From an optimization exercise on the open Yosys and OpenROAD flow, aimed at small area; shortcuts taken in it are not production practice. In this exercise RTL edits were held to simulation tests only and were not proved equivalent to the original. Power is estimated from default activity; no workload was simulated.

indigo:
==> flow/design.v (excerpt) <==
module cle_eval (
    input  wire               clk,
    input  wire               rst,
    input  wire               start,
    output wire               ready,
    output reg                done,
    input  wire signed [31:0] y,
    input  wire signed [31:0] sp,
    input  wire signed [31:0] f,
    input  wire signed [31:0] kp,
    input  wire signed [31:0] ki,
    input  wire signed [31:0] kd,
    input  wire signed [31:0] kff,
    input  wire        [19:0] shift,
    input  wire signed [31:0] umin,
    input  wire signed [31:0] umax,
    input  wire               first,
    input  wire               held,
    input  wire               blocked,
    input  wire               bump,
    input  wire signed [63:0] iacc,
    input  wire        [4:0]  shi_last,
    input  wire signed [31:0] yprev,
    input  wire signed [31:0] u_last,
    output reg  signed [31:0] e_o,
    output reg  signed [63:0] p_o,
    output reg  signed [63:0] i_o,
    output reg  signed [63:0] d_o,
    output reg  signed [63:0] ff_o,
    output reg  signed [63:0] raw_o,
    output wire signed [31:0] u_o,
    output reg  signed [63:0] iacc_o,
    output reg         [4:0]  shi_o,
    output wire               sat_o
);
    localparam [5:0] LAST = 6'd38;
    reg        busy;
    reg  [5:0] cyc;
    assign ready = ~busy;
    wire accept = start & ~busy;
    reg         dy32;
    reg  [31:0] umn, umx;
    reg  [4:0]  shi;
    reg         r_held, r_blocked, r_bump;
  ...
Size in the first run: about 5,500 cells after synthesis, about 620 flip-flops.
Settings: LEC_CHECK=0, CAP_MARGIN=20, CORE_AREA=2.5 2.5 457.5 247.5, DIE_AREA=0 0 460 250, GPL_ROUTABILITY_DRIVEN=0, PLACE_DENSITY=0.5, SETUP_SLACK_MARGIN=0.3, SLEW_MARGIN=20; clock period 12.5 ns.
standard.sh (not shown) runs the stock make flow with config.mk's settings and CLKGATE_MAP_FILE= SYNTH_SCRIPT=/design/flow/synth_recipe.tcl, a recipe that flattens the netlist after the stock synthesis.
==> flow/flow/run.sh <==
#!/bin/bash
set -euo pipefail
W=$(pwd)
# ORFS's synth.tcl, with ABC's script replaced
sed 's#^source \$::env(SCRIPTS_DIR)/synth_preamble.tcl$#&\nset abc_args [list -script '"$W"'/flow/abc_area.script {*}$lib_args {*}$lib_dont_use_args -constr $::env(OBJECTS_DIR)/abc.constr]#' \
    "$FLOW_HOME/scripts/synth.tcl" > "$W/flow_synth_main.tcl"
grep -q 'flow/abc_area.script' "$W/flow_synth_main.tcl"
# The standard flow's synthesis script, sourcing the modified synth.tcl
sed 's#^source \$::env(SCRIPTS_DIR)/synth.tcl$#source '"$W"'/flow_synth_main.tcl#' "$W/synth_recipe.tcl" > "$W/flow_synth.tcl"
grep -q 'flow_synth_main.tcl' "$W/flow_synth.tcl"
bash "$W/standard.sh" "SYNTH_SCRIPT=$W/flow_synth.tcl" \
    "BUFFER_PORTS_ARGS=-buffer_cell sky130_fd_sc_hd__buf_1" \
    "CTS_ARGS=-sink_clustering_enable -repair_clock_nets -dont_use_dummy_load" finish > "$W/flow_make.log" 2>&1
==> flow/flow/abc_area.script <==
strash
dch
map -D 9000
buffer -c
topo
upsize -c -D 9000
dnsize -c -D 9000
stime -c
Input changes introduced in onyx (baseline for comparison: indigo):
# indigo
export LEC_CHECK = 0
export CAP_MARGIN = 20
export CORE_AREA = 2.5 2.5 457.5 247.5
export DIE_AREA = 0 0 460 250
export GPL_ROUTABILITY_DRIVEN = 0
export PLACE_DENSITY = 0.5
export SETUP_SLACK_MARGIN = 0.3
export SLEW_MARGIN = 20
create_clock -name core_clock -period 12.5 [get_ports {clk}]
# onyx
export LEC_CHECK = 0
export CAP_MARGIN = 20
export CORE_AREA = 2.5 2.5 457.5 247.5
export DIE_AREA = 0 0 460 250
export PLACE_DENSITY = 0.5
export SETUP_SLACK_MARGIN = 0.3
export SLEW_MARGIN = 20
create_clock -name core_clock -period 12.5 [get_ports {clk}]
-- flow/flow/run.sh --
<<< indigo, line 12
    "BUFFER_PORTS_ARGS=-buffer_cell sky130_fd_sc_hd__buf_1" \
    "CTS_ARGS=-sink_clustering_enable -repair_clock_nets -dont_use_dummy_load" finish > "$W/flow_make.log" 2>&1
>>> onyx, line 12
    "BUFFER_PORTS_ARGS=-buffer_cell sky130_fd_sc_hd__buf_1" finish > "$W/flow_make.log" 2>&1
Notes after the runs:
- Against indigo, final area in onyx rose by a few percent.
- Compared indigo against onyx; fmax within noise.
- onyx vs indigo, fraction of met1 tracks used by global routing went up by 4.1 points.
- Slowest cell on the critical path: sky130_fd_sc_hd__a2111oi_0 -> indigo, sky130_fd_sc_hd__nor2_2 -> onyx
- Worst setup path endpoint = p_o[0]: onyx; worst setup path endpoint = raw_o[30]: indigo
- Per the final summary, onyx finished and its layout is clean on timing, DRC and antenna.
- Per the comparison of onyx with indigo, worst endpoint data arrival time climbed 0.10 ns, first-pass GRT wire length saw an increase, footprint of the multi-input gates comparable.
[inputs] pepper vs onyx
# onyx
export LEC_CHECK = 0
export CAP_MARGIN = 20
export CORE_AREA = 2.5 2.5 457.5 247.5
export DIE_AREA = 0 0 460 250
export PLACE_DENSITY = 0.5
export SETUP_SLACK_MARGIN = 0.3
export SLEW_MARGIN = 20
create_clock -name core_clock -period 12.5 [get_ports {clk}]
# pepper
export LEC_CHECK = 0
export CAP_MARGIN = 20
export CORE_AREA = 2.5 2.5 457.5 247.5
export DIE_AREA = 0 0 460 250
export GPL_ROUTABILITY_DRIVEN = 0
export PLACE_DENSITY = 0.55
export SETUP_SLACK_MARGIN = 0.3
export SLEW_MARGIN = 20
create_clock -name core_clock -period 12.5 [get_ports {clk}]
-- flow/flow/run.sh --
<<< onyx, line 12
    "BUFFER_PORTS_ARGS=-buffer_cell sky130_fd_sc_hd__buf_1" finish > "$W/flow_make.log" 2>&1
>>> pepper, line 12
    "BUFFER_PORTS_ARGS=-buffer_cell sky130_fd_sc_hd__buf_1" \
    "CTS_ARGS=-sink_clustering_enable -repair_clock_nets -dont_use_dummy_load" finish > "$W/flow_make.log" 2>&1
Findings:
- Against onyx, the final cell area of pepper is lower.
- Summary of pepper over onyx: total routing usage reported by global routing -4.0 points; critical path depth went down by 12%; worst voltage drop across the vdd grid fell by 17%; required time at the endpoint of the critical path lower.
- Re number of port buffers: no difference whatsoever between pepper and onyx.


== north ==
cle_eval again, from the RTL that the note above started with.
==> flow/config.mk <==
export PLATFORM = sky130hd
export DESIGN_NAME = cle_eval
export DESIGN_NICKNAME = cle_eval
export VERILOG_FILES = /design/flow/design.v
export SDC_FILE = /design/flow/constraint.sdc
export NUM_CORES = 8
export LEC_CHECK = 0
export CAP_MARGIN = 20
export CORE_AREA = 2.5 2.5 457.5 247.5
export DIE_AREA = 0 0 460 250
export PLACE_DENSITY = 0.5
export SETUP_SLACK_MARGIN = 0.3
export SLEW_MARGIN = 20
==> flow/constraint.sdc <==
create_clock -name core_clock -period 12.5 [get_ports {clk}]
set_input_delay 2.5000 -clock core_clock [delete_from_list [all_inputs] [get_ports {clk}]]
set_output_delay 2.5000 -clock core_clock [all_outputs]
set_load 0.01 [all_outputs]
==> flow/flow/run.sh <==
#!/bin/bash
set -euo pipefail
W=$(pwd)
# ORFS's synth.tcl, with ABC's script replaced
sed 's#^source \$::env(SCRIPTS_DIR)/synth_preamble.tcl$#&\nset abc_args [list -script '"$W"'/flow/abc_area.script {*}$lib_args {*}$lib_dont_use_args -constr $::env(OBJECTS_DIR)/abc.constr]#' \
    "$FLOW_HOME/scripts/synth.tcl" > "$W/flow_synth_main.tcl"
grep -q 'flow/abc_area.script' "$W/flow_synth_main.tcl"
# The standard flow's synthesis script, sourcing the modified synth.tcl
sed 's#^source \$::env(SCRIPTS_DIR)/synth.tcl$#source '"$W"'/flow_synth_main.tcl#' "$W/synth_recipe.tcl" > "$W/flow_synth.tcl"
grep -q 'flow_synth_main.tcl' "$W/flow_synth.tcl"
bash "$W/standard.sh" "SYNTH_SCRIPT=$W/flow_synth.tcl" \
    "BUFFER_PORTS_ARGS=-buffer_cell sky130_fd_sc_hd__buf_1" \
    "CTS_ARGS=-sink_clustering_enable -repair_clock_nets -dont_use_dummy_load" finish > "$W/flow_make.log" 2>&1
Scripts as last shown in full above: flow/flow/abc_area.script
north | status: complete | timing, DRC, antenna: pass
Inputs modified between north and south:
# north
export LEC_CHECK = 0
export CAP_MARGIN = 20
export CORE_AREA = 2.5 2.5 457.5 247.5
export DIE_AREA = 0 0 460 250
export PLACE_DENSITY = 0.5
export SETUP_SLACK_MARGIN = 0.3
export SLEW_MARGIN = 20
create_clock -name core_clock -period 12.5 [get_ports {clk}]
# south
export LEC_CHECK = 0
export CAP_MARGIN = 20
export CORE_AREA = 2.5 2.5 457.5 247.5
export DIE_AREA = 0 0 460 250
export GPL_ROUTABILITY_DRIVEN = 0
export PLACE_DENSITY = 0.55
export SETUP_SLACK_MARGIN = 0.3
export SLEW_MARGIN = 20
create_clock -name core_clock -period 12.5 [get_ports {clk}]
diff --git a/flow/flow/run.sh b/flow/flow/run.sh
--- a/flow/flow/run.sh
+++ b/flow/flow/run.sh
@@ -13 +13 @@
-    "CTS_ARGS=-sink_clustering_enable -repair_clock_nets -dont_use_dummy_load" finish > "$W/flow_make.log" 2>&1
+    "CTS_ARGS=-sink_clustering_enable -repair_clock_nets -dont_use_dummy_load -sink_clustering_size 25 -sink_clustering_max_diameter 50" finish > "$W/flow_make.log" 2>&1
==> comparison <==
- Of south and north, the run reporting the higher total power was north.
- Sort south and north by fraction of layout instances using a drive strength above 1 asc -> top: south
- Going from north to south, the worst setup slack was found to have gone down by 0.43 ns.
- Multi-input logic portion of the cell area: south higher than north
- Between south and north, it is south whose wire length is lower, by 7.4%.
- Between south and north, it is south whose non-clock buffer count is lower, by 200.
- The standard cells in south occupy less silicon area than those in north do.
Modified inputs, east compared to south
# south
export LEC_CHECK = 0
export CAP_MARGIN = 20
export CORE_AREA = 2.5 2.5 457.5 247.5
export DIE_AREA = 0 0 460 250
export GPL_ROUTABILITY_DRIVEN = 0
export PLACE_DENSITY = 0.55
export SETUP_SLACK_MARGIN = 0.3
export SLEW_MARGIN = 20
create_clock -name core_clock -period 12.5 [get_ports {clk}]
# east
export LEC_CHECK = 0
export CAP_MARGIN = 20
export CORE_AREA = 2.5 2.5 417.5 217.5
export DIE_AREA = 0 0 420 220
export PLACE_DENSITY = 0.65
export SETUP_SLACK_MARGIN = 0.3
export SLEW_MARGIN = 20
create_clock -name core_clock -period 12.5 [get_ports {clk}]
diff --git a/flow/flow/run.sh b/flow/flow/run.sh
--- a/flow/flow/run.sh
+++ b/flow/flow/run.sh
@@ -13 +13 @@
-    "CTS_ARGS=-sink_clustering_enable -repair_clock_nets -dont_use_dummy_load -sink_clustering_size 25 -sink_clustering_max_diameter 50" finish > "$W/flow_make.log" 2>&1
+    "CTS_ARGS=-sink_clustering_enable -repair_clock_nets -dont_use_dummy_load" finish > "$W/flow_make.log" 2>&1
Results
Of east and south, south shows the lower wire length of the first global-routing pass, with east above it. From south to east the numbers moved as follows: routed wire length picked up an extra 3.8%; effective utilization at floorplan picked up an extra 9.5 points.


run B:
cle_eval, a different RTL version from the one above (not shown whole).
For scale: about 5400 cells after synthesis, about 900 I/O pins, roughly 0.041 mm² of cells after synthesis.
==> flow/config.mk <==
export PLATFORM = sky130hd
export DESIGN_NAME = cle_eval
export DESIGN_NICKNAME = cle_eval
export VERILOG_FILES = /design/flow/design.v
export SDC_FILE = /design/flow/constraint.sdc
export NUM_CORES = 8
export LEC_CHECK = 0
export CAP_MARGIN = 10
export CORE_AREA = 2.5 2.5 457.5 247.5
export DIE_AREA = 0 0 460 250
export PLACE_DENSITY = 0.5
export SETUP_SLACK_MARGIN = 0.3
export SLEW_MARGIN = 10
==> flow/constraint.sdc <==
create_clock -name core_clock -period 12.5 [get_ports {clk}]
set_input_delay 2.5000 -clock core_clock [delete_from_list [all_inputs] [get_ports {clk}]]
set_output_delay 2.5000 -clock core_clock [all_outputs]
set_load 0.01 [all_outputs]
==> flow/flow/run.sh <==
#!/bin/bash
set -euo pipefail
W=$(pwd)
# ORFS's synth.tcl, with ABC's script replaced
sed 's#^source \$::env(SCRIPTS_DIR)/synth_preamble.tcl$#&\nset abc_args [list -script '"$W"'/flow/abc_area.script {*}$lib_args {*}$lib_dont_use_args -constr $::env(OBJECTS_DIR)/abc.constr]#' \
    "$FLOW_HOME/scripts/synth.tcl" > "$W/flow_synth_main.tcl"
grep -q 'flow/abc_area.script' "$W/flow_synth_main.tcl"
# The standard flow's synthesis script, sourcing the modified synth.tcl
sed 's#^source \$::env(SCRIPTS_DIR)/synth.tcl$#source '"$W"'/flow_synth_main.tcl#' "$W/synth_recipe.tcl" > "$W/flow_synth.tcl"
grep -q 'flow_synth_main.tcl' "$W/flow_synth.tcl"
bash "$W/standard.sh" "SYNTH_SCRIPT=$W/flow_synth.tcl" \
    "BUFFER_PORTS_ARGS=-buffer_cell sky130_fd_sc_hd__buf_1" finish > "$W/flow_make.log" 2>&1
Scripts as last shown in full above: flow/flow/abc_area.script
Run B had finished all stages when the layout checks came back failing, citing capacitance limit, slew limit.
Edits applied to the flow inputs when going from run B to run D:
# run B
export LEC_CHECK = 0
export CAP_MARGIN = 10
export CORE_AREA = 2.5 2.5 457.5 247.5
export DIE_AREA = 0 0 460 250
export PLACE_DENSITY = 0.5
export SETUP_SLACK_MARGIN = 0.3
export SLEW_MARGIN = 10
create_clock -name core_clock -period 12.5 [get_ports {clk}]
# run D
export LEC_CHECK = 0
export CAP_MARGIN = 20
export CORE_AREA = 2.5 2.5 457.5 247.5
export DIE_AREA = 0 0 460 250
export PLACE_DENSITY = 0.5
export SETUP_SLACK_MARGIN = 0.3
export SLEW_MARGIN = 20
create_clock -name core_clock -period 12.5 [get_ports {clk}]
## What came out
Run D finished every stage and its layout cleared the timing, DRC and antenna checks. Status run B: flow complete, layout not clean - capacitance limit, slew limit. On part of the total power dissipated in the clock network, the higher figure sits with run B, not run D. Compared with run B, run D shows number of antenna violations at the first check in global routing higher by about 20%. There was hardly any difference in via count between run B and run D. Run B and run D ended up with nearly the same non-clock buffer count. Run D vs. run B: H-tree depth down 1, routing usage on met2 up 0.48 points, fraction of area in multi-input gates flat, design area flat, clock network area share down 0.28 points. Run D against run B: detailed-placement wirelength estimate closely matched the old numbers; wire length reported by the detailed router decreased by about 0.36% relative to the old numbers.

## afterwards: timing with drivers on the ports
In the flow no input, the clock included, has a driving cell. The finished layouts below were timed again as built, in two steps. Step 1: set_driving_cell puts a clkbuf_16 on clk and a buf_2 on each other input, an assumption about the parent block. Step 2 also shifts input and output timing later by t, the mid clock arrival at the registers, as if the neighbouring blocks saw the same clock. a / b / c = no drivers / after step 1 / after step 2; a / b = the first two.
| run | t, ns | slack for setup (ns) | worst register clock-pin slew, ns | worst data-port slew with drivers (ns) |
|---|---|---|---|---|
| indigo | 0.760 | 0.854 / 0.854 / 0.854 | 0.08 / 0.08 | 0.18 |
| onyx | 0.786 | 0.831 / 0.831 / 0.831 | 0.10 / 0.10 | 0.11 |
| pepper | 0.764 | 0.504 / 0.504 / 0.504 | 0.08 / 0.08 | 0.20 |
| north | 0.757 | 0.915 / 0.915 / 0.915 | 0.08 / 0.08 | 0.11 |
| south | 0.743 | 0.483 / 0.483 / 0.483 | 0.11 / 0.11 | 0.19 |
| east | 0.760 | 0.994 / 0.994 / 0.994 | 0.08 / 0.08 | 0.22 |
| run B | 0.766 | 0.528 / 0.528 / 0.528 | 0.10 / 0.10 | 0.32 |
| run D | 0.802 | 0.474 / 0.474 / 0.474 | 0.10 / 0.10 | 0.26 |
